This is an optimization exercise on Yosys and OpenROAD, whose aim is small area and a short achievable clock period, not a production implementation. Only simulation tests tie the RTL to the original design; equivalence was not proved.

## flow/design.v (module list and top-level ports; edited modules follow where they fit)
// module ecc80_codec: 1069 lines
module ecc80_codec (
    input  wire        clk,
    input  wire        rst,
    input  wire        enc_valid_i,
    input  wire [63:0] enc_data_i,
    output reg         enc_valid_o,
    output reg  [15:0] enc_check_o,
    input  wire        dec_valid_i,
    input  wire [79:0] dec_cw_i,
    output reg         dec_valid_o,
    output reg  [63:0] dec_data_o,
    output reg  [15:0] dec_check_o,
    output reg  [1:0]  dec_err_o
);
  // ...
==> flow/flow/run.sh <==
#!/bin/bash
# The standard layout (the standard.sh on the ORFS finish target), with one
# change: the buffers that buffer_ports puts on every input and output port are
# sky130_fd_sc_hd__buf_1 instead of the cell OpenROAD picks by default.
# The whole make output goes to standard.log in the work folder; ORFS also
# keeps each step's own log under orfs/logs/.
set -euo pipefail
cd "$(dirname "$0")/.."
bash standard.sh "BUFFER_PORTS_ARGS=-buffer_cell sky130_fd_sc_hd__buf_1" finish > standard.log 2>&1
==> flow/standard.sh <==
#!/bin/bash
# synth_recipe.tcl (not shown) runs the flow's synth.tcl, then flattens the netlist and writes it again
# the make line also repeats each setting of config.mk as NAME=value (left out here)
make -C /OpenROAD-flow-scripts/flow DESIGN_CONFIG=/design/flow/config.mk WORK_HOME=/design/flow/orfs CLKGATE_MAP_FILE= SYNTH_SCRIPT=/design/flow/synth_recipe.tcl "${@:-finish}"
==> flow/config.mk <==
export PLATFORM = sky130hd
export DESIGN_NAME = ecc80_codec
export DESIGN_NICKNAME = ecc80_codec
export VERILOG_FILES = /design/flow/design.v
export SDC_FILE = /design/flow/constraint.sdc
export NUM_CORES = 4
export LEC_CHECK = 0
export CAP_MARGIN = 20
export CORE_MARGIN = 2
export CORE_UTILIZATION = 55
export PLACE_DENSITY = 0.7
export SLEW_MARGIN = 70
==> flow/constraint.sdc <==
create_clock -name core_clock -period 22.0 [get_ports {clk}]
set_input_delay 4.4000 -clock core_clock [delete_from_list [all_inputs] [get_ports {clk}]]
set_output_delay 4.4000 -clock core_clock [all_outputs]
set_load 0.01 [all_outputs]
==> summary.md, run 1 <==
| Metric | Value |
|---|---|
| CP Class | `input pin to register` |
| Worst setup margin | `16.25 ns` |
| Most frequent cell after synthesis | `xnor2_1` |
| Max-cap viol count | `0` |
| Yosys top cell area share | `0.351` |
| Mux contribution to synthesized area | `0.0121` |
| CTS tree | `built` |
| Simple-gate share of the synthesized area | `0.0851` |
| Crit path DAT | `6.16 ns` |
| Buf/Inv on CP | `1` |
| Final setup viols | `0` |
| Unique masters post-synth | `77` |
| Seq/total area | `0.296` |
| Final period util | `0.262` |
| Global-route wire length before repair | `91800 um` |
| Finished Cell Area | `22700 um2` |
| Clock-pin slew on the worst setup and hold paths | `0.07 ns` |
| Critical path cell sequence | `buf_1 -> xor2_4 -> xor2_1 -> xnor2_1 -> xnor2_1 -> xnor2_1 -> xnor2_1` |
| Max Fclk | `about 170 MHz` |
| 1st-iter DRT viols | `between 1500 and 2000` |
| Non-clk buf share | `0.0552` |
| RSZ-0062 raised after global routing | `no` |
| CP max stage delay | `0.34 ns` |
| Status | `timing/DRC/antenna clean` |
| R2R depth | `18` |
| Fillers | `2765` |
| Synthesis-stage register bit count | `336` |
| P&R area growth vs syn | `18.3%` |
| Clock Latency Late Sink | `0.55 ns` |
| Most common cell after layout, fill and taps aside | `xnor2_1` |
| Initial antenna violation count | `4` |
| DRT met1 WL | `27500 um` |
| Fraction of area in multi-input gates | `0.567` |
| Placed Instances | `2618` |
| RR Startpoint | `s1_q2[4]$_DFF_P_` |
| Ports | `248` |
| CTS Hold Bufs | `0` |
| CP required | `22.40 ns` |
| DRC | `0` |
| TritonCTS Buffers | `35` |
==> run 2: changes to the inputs <==
--- a/flow/config.mk
+++ b/flow/config.mk
@@ -11,2 +11,2 @@
 export PLACE_DENSITY = 0.7
-export SLEW_MARGIN = 70
+export SLEW_MARGIN = 20
==> run 2 against run 1 <==
Against the previous run: first-iteration DRC count up 2.3%; routed wire length down 2.6%; final cell count down 0.67%; maximum frequency down 3.6%; largest cell class unchanged; critical endpoint is now eq0[6]$_DFF_P_; non-clock buffer count down 20; critical path depth unchanged; via count down 1.2%; sequential share of layout area up 1.6 points; clock skew down 0.015 ns.
==> summary.md, run 2 <==
| Metric | Value |
|---|---|
| 1st-iter DRT viols | `1618 (was 1581)` |
| Commonest non-fill, non-tap cells in the layout | `516 x xnor2_1, 336 x dfxtp_1, 247 x buf_1, 225 x xor2_1, 188 x nand2_1 (was 451 x xnor2_1, 335 x dfxtp_1, 231 x buf_1, 205 x xor2_1, 185 x nand2_1)` |
| Via count | `15343 (was 15530)` |
| RR Startpoint | `s1_q2[6]$_DFF_P_ (was s1_q2[4]$_DFF_P_)` |
| Reg-to-Reg End | `dec_data_o[24]$_DFF_P_ (was dec_data_o[60]$_DFF_P_)` |
| Most common cell after layout, fill and taps aside | `xnor2_1 (unchanged)` |
| Worst Tran Pin Value | `1.00 ns (was 0.486 ns)` |
| Ranking of synthesized cells by area | `dfxtp_1 35%, xnor2_1 24%, xor2_1 10%, nand2_1 3.7%, a311oi_2 2.4% (unchanged)` |
| Hold Startpoint | `eq0[1]$_DFF_P_ (was r_q1[2]$_DFF_P_)` |
| Buf/Inv on CP | `1 (unchanged)` |
| Setup crit end kind | `register (unchanged)` |
| Cell row count | `68 (unchanged)` |
| Slowest cell on crit path | `xor2_1 (was xnor2_1)` |
| Post-synth EDFFs | `0 (unchanged)` |
| IO buf count | `247 (unchanged)` |
| Xor/xnor share of the synthesized area | `0.372 (unchanged)` |
| Number of post-CTS setup repair buffers | `0 (unchanged)` |
| Simple-gate share of the synthesized area | `0.0851 (unchanged)` |
| Worst Hold Path Cells | `0 (unchanged)` |
| Count of final hold-check violations | `0 (unchanged)` |
| Final period util | `0.271 (was 0.262)` |
| DP Worst Slack | `15.52 ns (was 15.72 ns)` |
| Core area | `34500 um2 (unchanged)` |
| WL/cell | `22.5 um (was 22.9 um)` |
| Startpoint types | `input pin (unchanged)` |
| Adder-cell share of the synthesized area | `0.0183 (unchanged)` |
| CP dominant cell by count | `xnor2_1 (unchanged)` |
| Worst setup margin | `16.03 ns (was 16.25 ns)` |
| Unique masters post-synth | `77 (unchanged)` |
| Die Y | `191 um (unchanged)` |
| Post-synthesis compound-gate area fraction | `0.134 (unchanged)` |
| Post-synth ARST share | `0 (unchanged)` |
| Worst-path maximum fanout | `4 (unchanged)` |
| Synthesis-stage register bit count | `336 (unchanged)` |
| RSZ-0062 raised after global routing | `no (unchanged)` |
| Die W | `191 um (unchanged)` |
| Hold Path Class | `register to register (unchanged)` |
| Largest delay share family, worst path | `XOR/XNOR gates (unchanged)` |
| TritonCTS Buffers | `35 (unchanged)` |
| Critical path cell sequence | `buf_1 -> xor2_1 -> xor2_1 -> xnor2_1 -> xnor2_1 -> xnor2_1 -> xnor2_1 (was buf_1 -> xor2_4 -> xor2_1 -> xnor2_1 -> xnor2_1 -> xnor2_1 -> xnor2_1)` |
| Grt total ovfl | `0 (unchanged)` |
| Ports | `248 (unchanged)` |
| Yosys top cell by area | `dfxtp_1 (unchanged)` |
| Routed WL | `59900 um (was 61500 um)` |
| CP max stage delay | `0.57 ns (was 0.34 ns)` |
| Die ar. | `36400 um2 (unchanged)` |
| Post-cts repair resize count | `0 (unchanged)` |
| Sum Neg Setup Slack | `0 ns (unchanged)` |
| Sequential share of the synthesized area | `0.351 (unchanged)` |
| Most frequent cell after synthesis | `xnor2_1 (unchanged)` |
| CTS sink count | `336 (unchanged)` |
| P&R area growth vs syn | `12.3% (was 18.3%)` |
| Register-to-register setup slack | `16.05 ns (was 17.02 ns)` |
| Final min period | `5.97 ns (was 5.75 ns)` |
| Max-slew violation count | `0 (unchanged)` |
| Mapped Cells | `1977 (unchanged)` |
| Status | `timing/DRC/antenna clean (unchanged)` |
| CP required | `22.40 ns (about the same)` |
| Max-cap viol count | `0 (unchanged)` |
| DR vias/cell | `5.76 (was 5.79)` |
| R2R depth | `14 (was 18)` |
| Yosys top cell area share | `0.351 (unchanged)` |
| Largest net degree at the start of global routing | `82 (was 52)` |
| Drt first pass iters | `7 (was 8)` |
| CTS tree | `built (unchanged)` |
| CTS Hold Bufs | `0 (unchanged)` |
| Final setup viols | `0 (unchanged)` |
| Max Fclk | `167 MHz (was 174 MHz)` |
| Post-Syn Area per Cell | `9.70 um2 (unchanged)` |
| Clock-pin slew on the worst setup and hold paths | `0.06 ns (was 0.07 ns)` |
| H-tree depth | `2 (unchanged)` |
| Root Driver | `clkbuf_16 (unchanged)` |
| Antenna Nets Post-Route | `0 (unchanged)` |
| Clock Latency Late Sink | `0.54 ns (was 0.55 ns)` |
| Nets | `2358 (was 2378)` |
| All-Layer GR Usage | `0.324 (was 0.333)` |
| Mux contribution to synthesized area | `0.0121 (unchanged)` |
| CP Class | `input pin to register (unchanged)` |
| Starting Density | `0.557 (unchanged)` |
| Clk_skew | `0.0230 ns (was 0.0381 ns)` |
| Crit path DAT | `6.38 ns (was 6.16 ns)` |
| Ys Warns | `1 (unchanged)` |
| Largest family of logic cells by synthesized area | `XOR/XNOR gates (unchanged)` |
| Worst Hold Path EP | `enc_check_o[1]$_DFF_P_ (was r_q2[2]$_DFF_P_)` |
| Longest Clk Path Bufs | `3 (unchanged)` |
| Relative slew slack | `0.327 (was 0.674)` |
| Synth Net Count | `2153 (unchanged)` |
| Primary FF master, synth | `dfxtp_1 (unchanged)` |
| Number of global-route vias before repair | `14830 (was 15017)` |
| Fraction of layout instances using a drive strength above 1 | `0.0589 (was 0.131)` |
| Mapped Area | `19200 um2 (unchanged)` |
| RePlAce Congestion | `0.972 (unchanged)` |
| Global-route wire length before repair | `89500 um (was 91800 um)` |
| DRC | `0 (unchanged)` |
| Top cells by count, synth | `518 x xnor2_1, 336 x dfxtp_1, 225 x xor2_1 (unchanged)` |
| Post-detail-place hpwl | `46500 um (was 47600 um)` |
| Initial antenna violation count | `0 (was 4)` |
[run 2: cell counts after synthesis]
Identical to the previous run, type by type.
[run 2: worst max-delay path by stage]
stage                     cells after the start             start                     end
after floorplan                               6    enc_data_i[57]         eq0[22]$_DFF_P_
after global placement                        7    enc_data_i[45]          eq0[6]$_DFF_P_
after detailed placement                      7    enc_data_i[45]          eq0[6]$_DFF_P_
after CTS                                     7    enc_data_i[45]          eq0[6]$_DFF_P_
after global routing                         14  s1_q2[6]$_DFF_P_  dec_data_o[29]$_DFF_P_
final                                         7    enc_data_i[45]          eq0[6]$_DFF_P_
[run 2: kinds of logic (layout without fill, tap and decap cells)]
| group | Yosys count | in the layout |
|---|---|---|
| xor+xnor | 772 | 772 |
| mux | 18 | 18 |
| fa+ha+maj | 28 | 28 |
| compound gates | 327 | 327 |
| buf+inv | 125 | 355 |
| simple gates | 371 | 371 |
| other cells | 0 | 3 |
| flops | 336 | 336 |
[run 2: final cells by class]
class                   count  area [um2]
fillers                  2941       12900
multi-input cells        1516       12000
flip-flops and latches    336        6730
repair buffers            261        1030
clock buffers              48         975
well taps                 455         569
clock inverters            14         158
inverters                  32         120
diodes                      3        7.51
[run 2: metrics by stage]
stage / utilization / instance area, um2 / hold WS, ns / std cells
4_1_cts: 0.625 / 21500 / 0.324 / 2662
3_3_place_gp: 0.592 / 20400 / 0.310 / 2600
6_report: 0.625 / 21500 / 0.325 / 2665
5_1_grt: 0.625 / 21500 / 0.329 / 2662
3_5_place_dp: 0.592 / 20400 / 0.312 / 2600
2_1_floorplan: - / 19200 / 0.310 / 1977
[run 2: worst reg2reg max path, stage by stage, from the launching register on]
cell,delay [ns]
dfxtp_1,0.51
and3b_1,0.23
a311o_1,0.40
xnor3_1,0.67
xor2_1,0.65
inv_1,0.18
ha_1,0.34
nand2_1,0.46
nor3_1,0.15
o31ai_2,0.43
a31oi_1,0.19
o211ai_4,0.20
buf_4,0.70
a31oi_1,0.48
xor2_1,0.24
[run 2: layer usage]
layer | up-vias | share of wire | global-route usage
met5 | - | 0 | 0
met3 | 111 | 0.081 | 0.0431
li1 | 7135 | - | -
met1 | 7283 | 0.45 | 0.474
met4 | 0 | 0.026 | 0.0886
met2 | 814 | 0.44 | 0.501
==> run 3: changes to the inputs <==
==> flow/flow/run.sh (replaced) <==
#!/bin/bash
# The standard layout (the standard.sh on the ORFS finish target), with two
# changes:
#  - synthesis runs without Yosys's extract_fa (ADDER_MAP_FILE empty), so the
#    parity and GF(2^7) logic is not cut into half-adder cells before ABC;
#  - the buffers that buffer_ports puts on every input and output port are
#    sky130_fd_sc_hd__buf_1 instead of the cell OpenROAD picks by default.
# The whole make output goes to standard.log in the work folder; ORFS also
# keeps each step's own log under orfs/logs/.
set -euo pipefail
cd "$(dirname "$0")/.."
bash standard.sh "ADDER_MAP_FILE=" "BUFFER_PORTS_ARGS=-buffer_cell sky130_fd_sc_hd__buf_1" finish > standard.log 2>&1
--- a/flow/config.mk
+++ b/flow/config.mk
@@ -11,2 +11,2 @@
 export PLACE_DENSITY = 0.7
-export SLEW_MARGIN = 20
+export SLEW_MARGIN = 70
==> run 3 against run 2 <==
Against the previous run: synthesized cell count down 5.7%; worst setup slack better by 0.16 ns; routed wire length down 13%; critical path depth unchanged; sequential cell count unchanged; clock-buffer cell count down 3; highest routed layer is now met5.
==> summary.md, run 3 <==
| Metric | Value |
|---|---|
| Status | `timing/DRC/antenna clean (unchanged)` |
| RSZ-0062 raised after global routing | `no (unchanged)` |
| 1st-iter DRT viols | `1565 (was 1618)` |
| Sum Neg Setup Slack | `0 ns (unchanged)` |
| Nets | `2252 (was 2358)` |
| Mapped Area | `17900 um2 (was 19200 um2)` |
| CTS Hold Bufs | `0 (unchanged)` |
| Clock Latency Late Sink | `0.53 ns (was 0.54 ns)` |
| Crit path DAT | `6.23 ns (was 6.38 ns)` |
| P&R area growth vs syn | `19.5% (was 12.3%)` |
| Final period util | `0.264 (was 0.271)` |
| Mapped Cells | `1865 (was 1977)` |
| Fillers | `2642 (was 2941)` |
| Core area | `32300 um2 (was 34500 um2)` |
| Worst setup margin | `16.18 ns (was 16.03 ns)` |
| Yosys top cell by area | `dfxtp_1 (unchanged)` |
| Startpoint types | `input pin (unchanged)` |
| Synth Net Count | `2013 (was 2153)` |
| Most common cell after layout, fill and taps aside | `xnor2_1 (unchanged)` |
| Relative slew slack | `0.695 (was 0.327)` |
| Max-slew violation count | `0 (unchanged)` |
| Root Driver | `clkbuf_16 (unchanged)` |
| DRC | `0 (unchanged)` |
| Clk_skew | `0.0246 ns (was 0.0230 ns)` |
| Post-synth EDFFs | `0 (unchanged)` |
| Ys Warns | `1 (unchanged)` |
| Die W | `185 um (was 191 um)` |
| Top cells by count, synth | `535 x xnor2_1, 336 x dfxtp_1, 212 x xor2_1 (was 518 x xnor2_1, 336 x dfxtp_1, 225 x xor2_1)` |
| CP required | `22.42 ns (was 22.40 ns)` |
| Worst-path maximum fanout | `3 (was 4)` |
| Yosys top cell area share | `0.375 (was 0.351)` |
| Ports | `248 (unchanged)` |
| Max-cap viol count | `0 (unchanged)` |
| Most frequent cell after synthesis | `xnor2_1 (unchanged)` |
| Max Fclk | `172 MHz (was 167 MHz)` |
| Initial antenna violation count | `9 (was 0)` |
| Hold Path Class | `register to register (unchanged)` |
| DP Worst Slack | `15.50 ns (was 15.52 ns)` |
| DR vias/cell | `5.49 (was 5.76)` |
| Die Y | `185 um (was 191 um)` |
| Post-detail-place hpwl | `40700 um (was 46500 um)` |
| Ranking of synthesized cells by area | `dfxtp_1 38%, xnor2_1 26%, xor2_1 10%, nand2_1 3.3%, a22oi_1 3.1% (was dfxtp_1 35%, xnor2_1 24%, xor2_1 10%, nand2_1 3.7%, a311oi_2 2.4%)` |
| Drt first pass iters | `6 (was 7)` |
| Post-cts repair resize count | `0 (unchanged)` |
| Post-synth ARST share | `0 (unchanged)` |
| CTS sink count | `336 (unchanged)` |
| Final non-filler cell total | `2575 (was 2665)` |
| Grt total ovfl | `0 (unchanged)` |
| Cell row count | `66 (was 68)` |
| Routed WL | `52200 um (was 59900 um)` |
| TritonCTS Buffers | `34 (was 35)` |
| Number of post-CTS setup repair buffers | `0 (unchanged)` |
| Antenna Nets Post-Route | `0 (unchanged)` |
| Primary FF master, synth | `dfxtp_1 (unchanged)` |
| Number of global-route vias before repair | `13662 (was 14830)` |
| H-tree depth | `2 (unchanged)` |
| RePlAce Congestion | `0.987 (was 0.972)` |
| Count of final hold-check violations | `0 (unchanged)` |
| Worst Tran Pin Value | `0.455 ns (was 1.00 ns)` |
| Largest net degree at the start of global routing | `71 (was 82)` |
| CP Class | `input pin to register (unchanged)` |
| Global-route wire length before repair | `78900 um (was 89500 um)` |
| Unique masters post-synth | `74 (was 77)` |
| Final min period | `5.82 ns (was 5.97 ns)` |
| Longest Clk Path Bufs | `3 (unchanged)` |
| WL/cell | `20.3 um (was 22.5 um)` |
| Setup crit end kind | `register (unchanged)` |
| Min Hold Slack | `0.325 ns (about the same)` |
| Placed Instances | `2509 (was 2600)` |
| Synthesis-stage register bit count | `336 (unchanged)` |
| IO buf count | `247 (unchanged)` |
| Fraction of layout instances using a drive strength above 1 | `0.116 (was 0.0589)` |
| CTS tree | `built (unchanged)` |
| Via count | `14135 (was 15343)` |
| Sequential share of the synthesized area | `0.375 (was 0.351)` |
| Die ar. | `34000 um2 (was 36400 um2)` |
| Commonest non-fill, non-tap cells in the layout | `486 x xnor2_1, 330 x dfxtp_1, 234 x buf_1, 187 x xor2_1, 157 x nand2_1 (was 516 x xnor2_1, 336 x dfxtp_1, 247 x buf_1, 225 x xor2_1, 188 x nand2_1)` |
| Post-Syn Area per Cell | `9.61 um2 (was 9.70 um2)` |
| All-Layer GR Usage | `0.303 (was 0.324)` |
| Starting Density | `0.555 (was 0.557)` |
| Final setup viols | `0 (unchanged)` |
| Clock-pin slew on the worst setup and hold paths | `0.06 ns (about the same)` |
## run 3: layer usage
| layer | part of all wire | track usage | vias up |
|---|---|---|---|
| met1 | 0.42 | 0.400 | 6622 |
| met3 | 0.071 | 0.0435 | 131 |
| met2 | 0.48 | 0.515 | 701 |
| met4 | 0.030 | 0.0867 | 8 |
| li1 | - | - | 6673 |
| met5 | 0.00088 | 0 | - |
## run 3: critical path, cell delays in order
cell and delay (ns):
buf_1 0.17, xor2_1 0.29, xnor2_1 0.25, xor2_2 0.30
xnor2_2 0.21, xnor2_1 0.20, xnor3_1 0.42
## run 3: kinds of logic (layout without fill, tap and decap cells)
kind of cell,count (synthesis),in the layout,synth area share
DFF,336,336,0.375
muxes,5,5,0.00286
and+or+nand+nor,391,391,0.0942
AOI/OAI and AO/OA,268,268,0.104
other,0,4,0
buffers and inverters,87,351,0.0207
xor gates and xnor gates,778,778,0.403
## run 3: metrics by stage
step / cell area, um2 / util
finish: 21400 / 0.663
global route: 21400 / 0.663
CTS: 21200 / 0.655
detailed placement: 20000 / 0.619
global placement: 19200 / 0.596
floorplan: 17900 / -
## run 3: area by class of cell
type                       instances  area, um2  share of cell area
clock buffer                      45        932              0.0435
clock inverter                    16        226              0.0106
tap                              442        553              0.0258
multi-input combinational       1442      11800               0.549
timing repair buffer             275       1150              0.0535
antenna                            4       10.0            0.000467
inverter                          15       67.6             0.00315
sequential                       336       6730               0.314
## run 3: worst paths after layout
path / from / endpoint / slack (ns) / cells after the start
max: enc_data_i[57] / eq0[17]$_DFF_P_ / 16.18 / 7
min: r_q1[33]$_DFF_P_ / r_q2[33]$_DFF_P_ / 0.32 / 0
max reg2reg: s1_q2[2]$_DFF_P_ / dec_data_o[4]$_DFF_P_ / 17.47 / 13
min reg2reg: r_q1[33]$_DFF_P_ / r_q2[33]$_DFF_P_ / 0.32 / 0
==> run 4: changes to the inputs <==
==> flow/flow/run.sh (replaced) <==
#!/bin/bash
# The standard layout (the standard.sh), with three changes:
#  - synthesis maps the logic with flow/abc_map.script (an area-oriented ABC
#    mapping: dch, map -a, then ABC's own buffering and sizing) in place of
#    ORFS's abc_speed.script. It runs on a copy of ORFS's scripts folder in
#    which only abc_speed.script is replaced; flip-flops are mapped before ABC
#    runs, so the registers are exactly those of the standard synthesis;
#  - synthesis runs without Yosys's extract_fa (ADDER_MAP_FILE empty), so the
#    parity and GF(2^7) logic is not cut into half-adder cells before ABC;
#  - the buffers that buffer_ports puts on every input and output port are
#    sky130_fd_sc_hd__buf_1 instead of the cell OpenROAD picks by default.
# Each make call's whole output goes to its own log in the work folder
# (synth.log, standard.log); ORFS also keeps each step's log under orfs/logs/.
set -euo pipefail
cd "$(dirname "$0")/.."
rm -rf synth_scripts
cp -r "$FLOW_HOME/scripts" synth_scripts
cp flow/abc_map.script synth_scripts/abc_speed.script
bash standard.sh "ADDER_MAP_FILE=" "SCRIPTS_DIR=$PWD/synth_scripts" synth > synth.log 2>&1
bash standard.sh "ADDER_MAP_FILE=" "BUFFER_PORTS_ARGS=-buffer_cell sky130_fd_sc_hd__buf_1" finish > standard.log 2>&1
==> flow/flow/abc_map.script (new file) <==
strash
dch
map -a
topo
stime -c
buffer -c
upsize -c
dnsize -c
==> run 4 against run 3 <==
Against the previous run: die area is 3.3% lower; sequential share of layout area is 1.3 points higher; register-to-register slack worse by 0.60 ns; clock skew is 0.0031 ns lower; final cell count is 1.2% higher; hold slack worse by 0.011 ns; global-route usage is 1.6 points higher; synthesized cell count is 2.2% higher; critical endpoint is now pg0_q1[23]$_DFF_P_; highest routed layer is now met4.
==> summary.md, run 4 <==
| Metric | Value |
|---|---|
| Status | `timing/DRC/antenna clean (unchanged)` |
| P&R area growth vs syn | `18.6% (was 19.5%)` |
| CP Class | `input pin to register (unchanged)` |
| CTS tree | `built (unchanged)` |
| Global-route wire length before repair | `80500 um (was 78900 um)` |
| Cell row count | `64 (was 66)` |
| IO buf count | `247 (unchanged)` |
| Ports | `248 (unchanged)` |
| Worst-path maximum fanout | `4 (was 3)` |
| Worst Tran Pin Value | `0.476 ns (was 0.455 ns)` |
| Post-detail-place hpwl | `43100 um (was 40700 um)` |
| Core area | `30800 um2 (was 32300 um2)` |
| Slowest cell on crit path | `xor2_1 (was xnor3_1)` |
| Synthesis-stage register bit count | `336 (unchanged)` |
| Clk_skew | `0.0214 ns (was 0.0246 ns)` |
| Max-slew violation count | `0 (unchanged)` |
| RePlAce Congestion | `1.06 (was 0.987)` |
| Count of final hold-check violations | `0 (unchanged)` |
| CP max stage delay | `0.36 ns (was 0.42 ns)` |
| Ranking of synthesized cells by area | `dfxtp_1 39%, xnor2_1 20%, xor2_1 18%, nand2_1 4.7%, nor2_1 3.3% (was dfxtp_1 38%, xnor2_1 26%, xor2_1 10%, nand2_1 3.3%, a22oi_1 3.1%)` |
| Final min period | `5.69 ns (was 5.82 ns)` |
| Worst setup margin | `16.31 ns (was 16.18 ns)` |
| Max Fclk | `176 MHz (was 172 MHz)` |
| DP Worst Slack | `15.72 ns (was 15.50 ns)` |
| Final setup viols | `0 (unchanged)` |
| Clock-pin slew on the worst setup and hold paths | `0.06 ns (about the same)` |
| Max-cap viol count | `0 (unchanged)` |
| CP required | `22.40 ns (was 22.42 ns)` |
| TritonCTS Buffers | `35 (was 34)` |
| Synth Net Count | `2054 (was 2013)` |
| Clock Latency Late Sink | `0.53 ns (about the same)` |
| DRC | `0 (unchanged)` |
| Post-synth ARST share | `0 (unchanged)` |
| Most frequent cell after synthesis | `xnor2_1 (unchanged)` |
| Largest net degree at the start of global routing | `32 (was 71)` |
| Number of post-CTS setup repair buffers | `0 (unchanged)` |
| Post-cts repair resize count | `0 (unchanged)` |
| Mapped Area | `17300 um2 (was 17900 um2)` |
| Hold Path Class | `register to register (unchanged)` |
| Startpoint types | `input pin (unchanged)` |
| Ys Warns | `1 (unchanged)` |
| Area of the multi-input gates | `10600 um2 (was 11800 um2)` |
| Number of global-route vias before repair | `13922 (was 13662)` |
| Starting Density | `0.562 (was 0.555)` |
| Antenna Nets Post-Route | `0 (unchanged)` |
| Post-Syn Area per Cell | `9.09 um2 (was 9.61 um2)` |
| CTS sink count | `336 (unchanged)` |
| Relative slew slack | `0.681 (was 0.695)` |
| Sequential share of the synthesized area | `0.388 (was 0.375)` |
| Yosys top cell area share | `0.388 (was 0.375)` |
| RSZ-0062 raised after global routing | `no (unchanged)` |
| Finished Cell Area | `20500 um2 (was 21400 um2)` |
| Commonest non-fill, non-tap cells in the layout | `348 x xnor2_1, 337 x xor2_1, 336 x dfxtp_1, 233 x buf_1, 213 x nand2_1 (was 486 x xnor2_1, 330 x dfxtp_1, 234 x buf_1, 187 x xor2_1, 157 x nand2_1)` |
| Most common cell after layout, fill and taps aside | `xnor2_1 (unchanged)` |
| Unique masters post-synth | `54 (was 74)` |
| Root Driver | `clkbuf_16 (unchanged)` |
| Drt first pass iters | `6 (unchanged)` |
| Nets | `2323 (was 2252)` |
| Mapped Cells | `1906 (was 1865)` |
| Grt total ovfl | `0 (unchanged)` |
| Reg area | `6730 um2 (about the same)` |
| Initial antenna violation count | `7 (was 9)` |
| Routed WL | `53900 um (was 52200 um)` |
| All-Layer GR Usage | `0.319 (was 0.303)` |
| Top cells by count, synth | `390 x xnor2_1, 350 x xor2_1, 336 x dfxtp_1 (was 535 x xnor2_1, 336 x dfxtp_1, 212 x xor2_1)` |
| Critical path cell sequence | `buf_1 -> xnor2_1 -> xor2_1 -> xor2_2 -> xor2_1 -> xnor2_1 (was buf_1 -> xor2_1 -> xnor2_1 -> xor2_2 -> xnor2_2 -> xnor2_1 -> xnor3_1)` |
| Via count | `13954 (was 14135)` |
| 1st-iter DRT viols | `1300 (was 1565)` |
| Die W | `181 um (was 185 um)` |
| Placed Instances | `2533 (was 2509)` |
| Yosys top cell by area | `dfxtp_1 (unchanged)` |
| DR vias/cell | `5.36 (was 5.49)` |
| Post-synth EDFFs | `0 (unchanged)` |
| Die ar. | `32900 um2 (was 34000 um2)` |
| Die Y | `181 um (was 185 um)` |
| Final period util | `0.259 (was 0.264)` |
| Longest Clk Path Bufs | `3 (unchanged)` |
| Sum Neg Setup Slack | `0 ns (unchanged)` |
| Fin util | `0.666 (was 0.663)` |
| WL/cell | `20.7 um (was 20.3 um)` |
| Primary FF master, synth | `dfxtp_1 (unchanged)` |
| Final non-filler cell total | `2605 (was 2575)` |
| H-tree depth | `2 (unchanged)` |
| Post-DP Area | `19100 um2 (was 20000 um2)` |
| Setup crit end kind | `register (unchanged)` |
| Fraction of layout instances using a drive strength above 1 | `0.120 (was 0.116)` |
| Fillers | `2568 (was 2642)` |
| CTS Hold Bufs | `0 (unchanged)` |
| Crit path DAT | `6.09 ns (was 6.23 ns)` |
-- run 4: changes by cell type in the layout (fill, tap and decap cells not counted), sizes merged, moves of 17 or more --
cell	change
xnor2	-154
xor2	+143
inv	+94
nand2	+83
o22ai	+76
a22oi	-69
or2	+33
buf	-24
nor2	+22
a21oi	-21
nor3	-21
xnor3	-17
-- run 4: metal layers --
metal  up-vias  wire length (um)  global-route usage
met5         -                 0                   0
met4         0              2180               0.129
met3       131              3260              0.0483
met2       630             25500               0.544
met1      6576             22900               0.406
li1       6617                 -                   -
-- run 4: layout make-up --
cell class	count	share of cell area
Antenna cell	7	0.000853
Timing Repair Buffer	255	0.0489
Clock inverter	16	0.0115
Sequential cell	336	0.328
Tap cell	396	0.0241
Clock buffer	48	0.0490
Multi-Input combinational cell	1436	0.517
Inverter	111	0.0207
-- run 4: path summary, 6_finish.rpt --
check	endpoint	from	depth (start not counted)	slack, ns
worst max-delay path	pg0_q1[23]$_DFF_P_	dec_cw_i[71]	6	16.31
worst min-delay path	r_q2[52]$_DFF_P_	r_q1[52]$_DFF_P_	0	0.31
worst max register to register	dec_data_o[58]$_DFF_P_	s1_q2[6]$_DFF_P_	23	16.87
worst min register to register	r_q2[52]$_DFF_P_	r_q1[52]$_DFF_P_	0	0.31
-- run 4: through the flow --
stage	hold slack, ns
floorplan	0.310
global placement	0.310
global route	0.325
finish	0.314
detailed placement	0.312
CTS	0.320
-- run 4: logic make-up after synthesis --
kind of cell / count (synthesis) / synth area share
AO/OA/AOI/OAI: 202 / 0.0740
XOR/XNOR: 746 / 0.382
buffers and inverters: 134 / 0.0310
flip-flops: 336 / 0.388
AND/OR/NAND/NOR: 488 / 0.125
-- run 4: critical path: cells and delay by family --
kind,cells,cell delay (ns)
xor gates and xnor gates,5,1.37
buffers and inverters,1,0.31
==> run 5: changes to the inputs <==
--- a/flow/flow/run.sh
+++ b/flow/flow/run.sh
@@ -1,3 +1,3 @@
 #!/bin/bash
-# The standard layout (the standard.sh), with three changes:
+# The standard layout (the standard.sh), with four changes:
 #  - synthesis maps the logic with flow/abc_map.script (an area-oriented ABC
@@ -9,2 +9,3 @@
 #    parity and GF(2^7) logic is not cut into half-adder cells before ABC;
+#  - clock tree synthesis runs without dummy loads (-dont_use_dummy_load);
 #  - the buffers that buffer_ports puts on every input and output port are
@@ -19,2 +20,3 @@
 bash standard.sh "ADDER_MAP_FILE=" "SCRIPTS_DIR=$PWD/synth_scripts" synth > synth.log 2>&1
-bash standard.sh "ADDER_MAP_FILE=" "BUFFER_PORTS_ARGS=-buffer_cell sky130_fd_sc_hd__buf_1" finish > standard.log 2>&1
+bash standard.sh "ADDER_MAP_FILE=" "BUFFER_PORTS_ARGS=-buffer_cell sky130_fd_sc_hd__buf_1" \
+    "CTS_ARGS=-sink_clustering_enable -repair_clock_nets -dont_use_dummy_load" finish > standard.log 2>&1
==> run 5 against run 4 <==
Against the previous run: via count decreased by 0.52%; largest cell class unchanged; clock-buffer cell count is 13 lower; sequential cell count unchanged; design area decreased by 1.7%; area after synthesis stayed put.
==> summary.md, run 5 <==
| Metric | Value |
|---|---|
| Synth Net Count | `2054 (unchanged)` |
| Final period util | `0.261 (was 0.259)` |
| Post-DP Area | `19100 um2 (unchanged)` |
| Post-synth EDFFs | `0 (unchanged)` |
| Count of final hold-check violations | `0 (unchanged)` |
| Clock-pin slew on the worst setup and hold paths | `0.05 ns (was 0.06 ns)` |
| Mapped Area | `17300 um2 (unchanged)` |
| Setup crit end kind | `register (unchanged)` |
| Fraction of layout instances using a drive strength above 1 | `0.111 (was 0.120)` |
| Status | `timing/DRC/antenna clean (unchanged)` |
| Longest Clk Path Bufs | `3 (unchanged)` |
| Most common cell after layout, fill and taps aside | `xnor2_1 (unchanged)` |
| Grt total ovfl | `0 (unchanged)` |
| H-tree depth | `2 (unchanged)` |
| Via count | `13881 (was 13954)` |
| CP Class | `input pin to register (unchanged)` |
| Fillers | `2612 (was 2568)` |
| Simple-gate share of the synthesized area | `0.125 (unchanged)` |
| Starting Density | `0.562 (unchanged)` |
| Largest net degree at the start of global routing | `32 (unchanged)` |
| Ports | `248 (unchanged)` |
| Reg area | `6730 um2 (unchanged)` |
| Yosys top cell area share | `0.388 (unchanged)` |
| Routed WL | `53600 um (was 53900 um)` |
| Min Hold Slack | `0.286 ns (was 0.314 ns)` |
| Synthesis-stage register bit count | `336 (unchanged)` |
| Ys Warns | `1 (unchanged)` |
| Nets | `2323 (unchanged)` |
| CP required | `22.35 ns (was 22.40 ns)` |
| Primary FF master, synth | `dfxtp_1 (unchanged)` |
| Initial antenna violation count | `6 (was 7)` |
| Largest family of logic cells by synthesized area | `XOR/XNOR gates (unchanged)` |
| Root Driver | `clkbuf_16 (unchanged)` |
| Die ar. | `32900 um2 (unchanged)` |
| Post-detail-place hpwl | `43100 um (unchanged)` |
| Worst-path maximum fanout | `4 (unchanged)` |
| WL/cell | `20.8 um (was 20.7 um)` |
| Ranking of synthesized cells by area | `dfxtp_1 39%, xnor2_1 20%, xor2_1 18%, nand2_1 4.7%, nor2_1 3.3% (unchanged)` |
| Crit path DAT | `6.09 ns (about the same)` |
| RePlAce Congestion | `1.06 (unchanged)` |
| Number of post-CTS setup repair buffers | `0 (unchanged)` |
| Die W | `181 um (unchanged)` |
| IO buf count | `247 (unchanged)` |
| Finished Cell Area | `20200 um2 (was 20500 um2)` |
| Hold Path Class | `register to register (unchanged)` |
| Die Y | `181 um (unchanged)` |
| Commonest non-fill, non-tap cells in the layout | `348 x xnor2_1, 336 x xor2_1, 336 x dfxtp_1, 234 x buf_1, 213 x nand2_1 (was 348 x xnor2_1, 337 x xor2_1, 336 x dfxtp_1, 233 x buf_1, 213 x nand2_1)` |
| P&R area growth vs syn | `16.5% (was 18.6%)` |
| CTS tree | `built (unchanged)` |
| Max-cap viol count | `0 (unchanged)` |
| Worst Tran Pin Value | `0.472 ns (was 0.476 ns)` |
| Relative slew slack | `0.684 (was 0.681)` |
| Cell row count | `64 (unchanged)` |
| Top cells by count, synth | `390 x xnor2_1, 350 x xor2_1, 336 x dfxtp_1 (unchanged)` |
| Final min period | `5.73 ns (was 5.69 ns)` |
| Global-route wire length before repair | `79900 um (was 80500 um)` |
| DR vias/cell | `5.39 (was 5.36)` |
| Area of the multi-input gates | `10600 um2 (about the same)` |
| DRC | `0 (unchanged)` |
| Adder-cell share of the synthesized area | `0 (unchanged)` |
| CTS sink count | `336 (unchanged)` |
| Post-cts repair resize count | `0 (unchanged)` |
| RSZ-0062 raised after global routing | `no (unchanged)` |
| Mux contribution to synthesized area | `0 (unchanged)` |
| Startpoint types | `input pin (unchanged)` |
| Yosys top cell by area | `dfxtp_1 (unchanged)` |
| Antenna Nets Post-Route | `0 (unchanged)` |
| Post-synth ARST share | `0 (unchanged)` |
| Mapped Cells | `1906 (unchanged)` |
| Post-Syn Area per Cell | `9.09 um2 (unchanged)` |
| Clock Latency Late Sink | `0.51 ns (was 0.53 ns)` |
| Final setup viols | `0 (unchanged)` |
| Max Fclk | `174 MHz (was 176 MHz)` |
| 1st-iter DRT viols | `1269 (was 1300)` |
| Drt first pass iters | `5 (was 6)` |
| Unique masters post-synth | `54 (unchanged)` |
| TritonCTS Buffers | `35 (unchanged)` |
| Core area | `30800 um2 (unchanged)` |
| Most frequent cell after synthesis | `xnor2_1 (unchanged)` |
| CTS Hold Bufs | `0 (unchanged)` |
| Clk_skew | `0.0584 ns (was 0.0214 ns)` |
| Sum Neg Setup Slack | `0 ns (unchanged)` |
| Number of global-route vias before repair | `13771 (was 13922)` |
| Sequential share of the synthesized area | `0.388 (unchanged)` |
| All-Layer GR Usage | `0.317 (was 0.319)` |
| Xor/xnor share of the synthesized area | `0.382 (unchanged)` |
| Max-slew violation count | `0 (unchanged)` |
| Post-synthesis compound-gate area fraction | `0.0740 (unchanged)` |
[run 5: kinds of logic (layout without fill, tap and decap cells)]
| family | after synthesis | in the layout |
|---|---|---|
| buffers and inverters | 134 | 401 |
| XOR/XNOR | 746 | 746 |
| other | 0 | 5 |
| AND/OR/NAND/NOR | 488 | 488 |
| AO/OA/AOI/OAI | 202 | 202 |
| flip-flops | 336 | 336 |
[run 5: per-stage QoR]
step / util / std cells / worst slack (ns)
after floorplan: - / 1906 / 16.25
after global placement: 0.605 / 2528 / 15.75
after detailed placement: 0.618 / 2533 / 15.72
after CTS: 0.647 / 2568 / 16.19
after global routing: 0.654 / 2573 / 16.17
final: 0.655 / 2574 / 16.27
[run 5: metal layers]
| metal | vias up | GRT usage | wire length, um |
|---|---|---|---|
| li1 | 6589 | - | - |
| met1 | 6504 | 0.407 | 22300 |
| met2 | 666 | 0.545 | 25600 |
| met3 | 120 | 0.0423 | 3660 |
| met4 | 2 | 0.118 | 2010 |
| met5 | - | 0 | 12 |
[run 5: worst paths after layout]
path | start | to | slack, ns | cells after the start
hold reg to reg | eq0[14]$_DFF_P_ | enc_check_o[9]$_DFF_P_ | 0.29 | 0
hold / removal | eq0[14]$_DFF_P_ | enc_check_o[9]$_DFF_P_ | 0.29 | 0
setup / recovery | dec_cw_i[71] | pg0_q1[23]$_DFF_P_ | 16.27 | 6
setup reg to reg | s1_q2[2]$_DFF_P_ | dec_data_o[58]$_DFF_P_ | 16.84 | 23
[run 5: layout make-up]
class	instances	area share
diodes	5	0.000620
multi-input cells	1436	0.527
well taps	396	0.0246
clock buffers	35	0.0434
flip-flops and latches	336	0.333
inverters	111	0.0210
repair buffers	255	0.0500
[run 5: critical path, stage by stage]
cell and delay (ns):
buf_1 0.19, xnor2_1 0.36, xor2_1 0.37, xor2_2 0.32
xor2_1 0.26, xnor2_1 0.19

==> static timing again, ports no longer ideal <==
The results above use ideal ports. As a check the final layouts listed here were re-extracted and re-timed, cells and wires unchanged.
Step 1: set_driving_cell puts a clkbuf_16 on clk and a buf_2 on each other input, an assumption about the parent block.
Step 2, shift: input delay + t, output delay - t, t = (earliest + latest rising clock arrival at the registers) / 2. This alone moves slack from input paths to output paths.
a / b / c = ideal / step 1 / step 2; a / b = the first two.
| run | shift t [ns] | slack for setup (ns) | worst register clock-pin slew, ns | pins driven straight from the clock port |
|---|---|---|---|---|
| run 1 | 0.588 | 16.245 / 16.277 / 15.689 | 0.07 / 0.07 | 1 |
| run 2 | 0.581 | 16.027 / 16.047 / 15.477 | 0.06 / 0.06 | 1 |
| run 3 | 0.574 | 16.184 / 16.213 / 15.639 | 0.06 / 0.06 | 1 |
| run 4 | 0.558 | 16.306 / 16.323 / 15.764 | 0.07 / 0.07 | 1 |
| run 5 | 0.525 | 16.266 / 16.285 / 15.760 | 0.06 / 0.06 | 1 |
After both steps setup and hold are still met in every run listed. For run 1, which loses most, drivers alone change the setup slack by +0.032 ns; drivers and shift together by -0.556 ns.
